From an optimization exercise on the open Yosys and OpenROAD flow, aimed at a short achievable clock period and few clock cycles per item; shortcuts taken in it are not production practice.
In this exercise RTL edits were held to simulation tests only and were not proved equivalent to the original.

==> flow/design.v (excerpt) <==
module shx_engine (
    input  wire        clk,
    input  wire        rst,
    input  wire        start,
    input  wire [16:0] held_len,
    output wire        ready,
    output wire        blk_rd_en,
    output wire [14:0] blk_rd_addr,
    input  wire [31:0] blk_rd_data,
    output wire        out_we,
    output wire [13:0] out_waddr,
    output wire [3:0]  out_wstrb,
    output wire [31:0] out_wdata,
    output wire        out_re,
    output wire [13:0] out_raddr,
    input  wire [31:0] out_rdata,
    output reg         done,
    output reg  [1:0]  verdict
);
Size in the first run: about 6500 cells after synthesis, about 170 I/O pins.
==> flow/config.mk <==
export PLATFORM = sky130hd
export DESIGN_NAME = shx_engine
export DESIGN_NICKNAME = shx_engine
export VERILOG_FILES = /design/flow/design.v
export SDC_FILE = /design/flow/constraint.sdc
export NUM_CORES = 4
export LEC_CHECK = 0
export ABC_CLOCK_PERIOD_IN_PS = 2500
export CAP_MARGIN = 20
export CORE_MARGIN = 2
export CORE_UTILIZATION = 55
export PLACE_DENSITY = 0.7
export SETUP_SLACK_MARGIN = 5
export SLEW_MARGIN = 20
==> flow/constraint.sdc <==
create_clock -name core_clock -period 10.0 [get_ports {clk}]
set_input_delay 2.0000 -clock core_clock [delete_from_list [all_inputs] [get_ports {clk}]]
set_output_delay 2.0000 -clock core_clock [all_outputs]
set_load 0.01 [all_outputs]
run.sh (not shown) runs the stock make flow with config.mk's settings and CLKGATE_MAP_FILE= SYNTH_SCRIPT=/design/flow/synth_recipe.tcl, a recipe that flattens the netlist after the stock synthesis.
Testbench counts at the start, summed over its fixed seeds: cycles 519,427, out bytes 2,053,632.
Edit:
Settings changed: ABC_CLOCK_PERIOD_IN_PS 2500 to default, CORE_UTILIZATION 55 to 40, PLACE_DENSITY 0.7 to 0.6, SETUP_SLACK_MARGIN 5 to default.
The new run completed with no timing, DRC or antenna violations.
Via count went down by about 5%.
Die area went up by 37%.
Wire length goes down by about 1.6%.
Worst setup slack degrades by 2200 ps.
Design area is lower by about 4.4%.
Count of clock-buffer cells in the layout grows by 6.
Core utilization falls by 20 points.
Sequential cell count is unchanged.


lane 1:
Another version of the RTL of shx_engine (not shown whole).
For scale: roughly 8100 cells after synthesis, ~1400 flip-flops.
export LEC_CHECK = 0
export ABC_CLOCK_PERIOD_IN_PS = 2500
export CAP_MARGIN = 20
export CORE_MARGIN = 2
export CORE_UTILIZATION = 60
export CTS_CLUSTER_DIAMETER = 150
export CTS_CLUSTER_SIZE = 20
export PLACE_DENSITY = 0.75
export SLEW_MARGIN = 20
create_clock -name core_clock -period 10.0 [get_ports {clk}]
standard.sh (not shown) runs the stock make flow with config.mk's settings and CLKGATE_MAP_FILE= SYNTH_SCRIPT=/design/flow/synth_recipe.tcl, a recipe that flattens the netlist after the stock synthesis.
==> flow/flow/run.sh <==
#!/bin/bash
set -euo pipefail
bash standard.sh SETUP_SLACK_MARGIN=7.2 finish > standard.log 2>&1
The final report for lane 1 shows a completed flow and a layout that fails verification, specifically antenna rules.
Testbench counts of lane 1, summed over its fixed seeds: cycles 516,639, out bytes 2,053,632.
Input-level comparison between lane 2 and lane 1:
- PLACE_DENSITY now 0.72, was 0.75
- SETUP_SLACK_MARGIN now 5, previously not set
==> flow/run.sh (new file) <==
#!/bin/bash
# synth_recipe.tcl (not shown) runs the flow's synth.tcl, then flattens the netlist and writes it again
# the make line also repeats each setting of config.mk as NAME=value (left out here)
make -C /OpenROAD-flow-scripts/flow DESIGN_CONFIG=/design/flow/config.mk WORK_HOME=/design/flow/orfs CLKGATE_MAP_FILE= SYNTH_SCRIPT=/design/flow/synth_recipe.tcl finish
removed: flow/flow/run.sh
removed: flow/standard.sh
### Flow results
In the tables for lane 2 and lane 1, initial antenna violation count reads higher with lane 1. Reported for lane 2 and lane 1, sequential cell count turned out identical to the last digit. As far as multi-input gate count is concerned, lane 2 and lane 1 perform about the same. Wire length per cell was higher in the run labelled lane 1. Looking at clock skew after layout across lane 2 and lane 1, the one that comes out lower is lane 2. Lane 2 went all the way through synthesis, placement and routing and the layout is clean on timing, DRC and antenna. Lane 1 → lane 2: via count of the first global-routing pass lost 2167; area growth from synthesis to layout lost 9.3 points.
#### Input delta (lane 3 over lane 2)
- a deleted SETUP_SLACK_MARGIN that had been 5
==> flow/flow/run.sh (new file) <==
#!/bin/bash
set -euo pipefail
bash standard.sh SETUP_SLACK_MARGIN=7.2 finish > standard.log 2>&1
==> flow/standard.sh (new file) <==
#!/bin/bash
# synth_recipe.tcl (not shown) runs the flow's synth.tcl, then flattens the netlist and writes it again
# the make line also repeats each setting of config.mk as NAME=value (left out here)
make -C /OpenROAD-flow-scripts/flow DESIGN_CONFIG=/design/flow/config.mk WORK_HOME=/design/flow/orfs CLKGATE_MAP_FILE= SYNTH_SCRIPT=/design/flow/synth_recipe.tcl "${@:-finish}"
removed: flow/run.sh
### Flow results
- Lane 3 ended with every stage complete and zero timing, DRC or antenna violations.
- Summary of lane 3 over lane 2: number of non-clock inverters in the layout went up, largest driver fanout on the critical path went down.
- Re non-clock buffer count: lane 3 is 387 up on lane 2.
- Of lane 3 and lane 2, the higher detailed-route wire length belongs to lane 3.
- Global-route usage for lane 3 is higher than for lane 2.


Setup of main:
Another version of the RTL of shx_engine (not shown whole).
Size: roughly 7800 cells after synthesis, ~1400 flip-flops, ~170 I/O pins.
Settings: LEC_CHECK=0, ABC_CLOCK_PERIOD_IN_PS=2500, CAP_MARGIN=20, CORE_MARGIN=2, CORE_UTILIZATION=60, CTS_CLUSTER_DIAMETER=150, CTS_CLUSTER_SIZE=20, PLACE_DENSITY=0.75, SLEW_MARGIN=20; clock period 10.0 ns.
==> flow/flow/run.sh <==
#!/bin/bash
set -euo pipefail
bash standard.sh SETUP_SLACK_MARGIN=7.2 finish > standard.log 2>&1
Having completed the whole flow, main delivered a layout that passed the timing, design-rule and antenna checks.
Testbench counts of main, summed over its fixed seeds: cycles 518,067, out bytes 2,053,632.
The following lists how the feature branch was set up differently from main:
diff --git a/flow/config.mk b/flow/config.mk
--- a/flow/config.mk
+++ b/flow/config.mk
@@ -12,2 +11,0 @@
-export CTS_CLUSTER_DIAMETER = 150
-export CTS_CLUSTER_SIZE = 20
==> comparison <==
- The feature branch ends up with higher via count than main does.
- The faster design of the two is main; the feature branch tops out lower.
- The overall global routing resource usage in the feature branch sits 0.53 points above the value recorded for main.
- In the reports for main and the feature branch, the larger diode insertion count for antenna repair belongs to main.
- On area of combinational cells with multiple inputs, main and the feature branch are basically level.

[port drivers added, routing unchanged]
No port has a modelled driver above. Below, the same layouts with a new extraction and two added sets of constraints.
Step 1, drivers: a clkbuf_16 drives clk and a buf_2 each remaining input, both assumed.
Step 2 also shifts input and output timing later by t, the mid clock arrival at the registers, as if the neighbouring blocks saw the same clock.
Three values: ideal, step 1, step 2; two values: the first two.
run	t (ns)	setup slack, ns	worst register clock-pin slew, ns
the first run of note 1	0.871	4.784 / 4.784 / 4.784	0.06 / 0.06
the second run of note 1	0.885	2.559 / 2.559 / 2.559	0.07 / 0.07
lane 1	0.813	6.739 / 6.655 / 6.478	0.10 / 0.10
lane 2	0.801	5.391 / 5.391 / 5.391	0.10 / 0.10
lane 3	0.818	6.763 / 6.670 / 6.426	0.10 / 0.10
main	0.789	6.766 / 6.681 / 6.373	0.10 / 0.10
the feature branch	0.851	6.714 / 6.629 / 6.396	0.07 / 0.07
For main, which loses most, drivers alone change the setup slack by -0.085 ns; drivers and shift together by -0.393 ns.
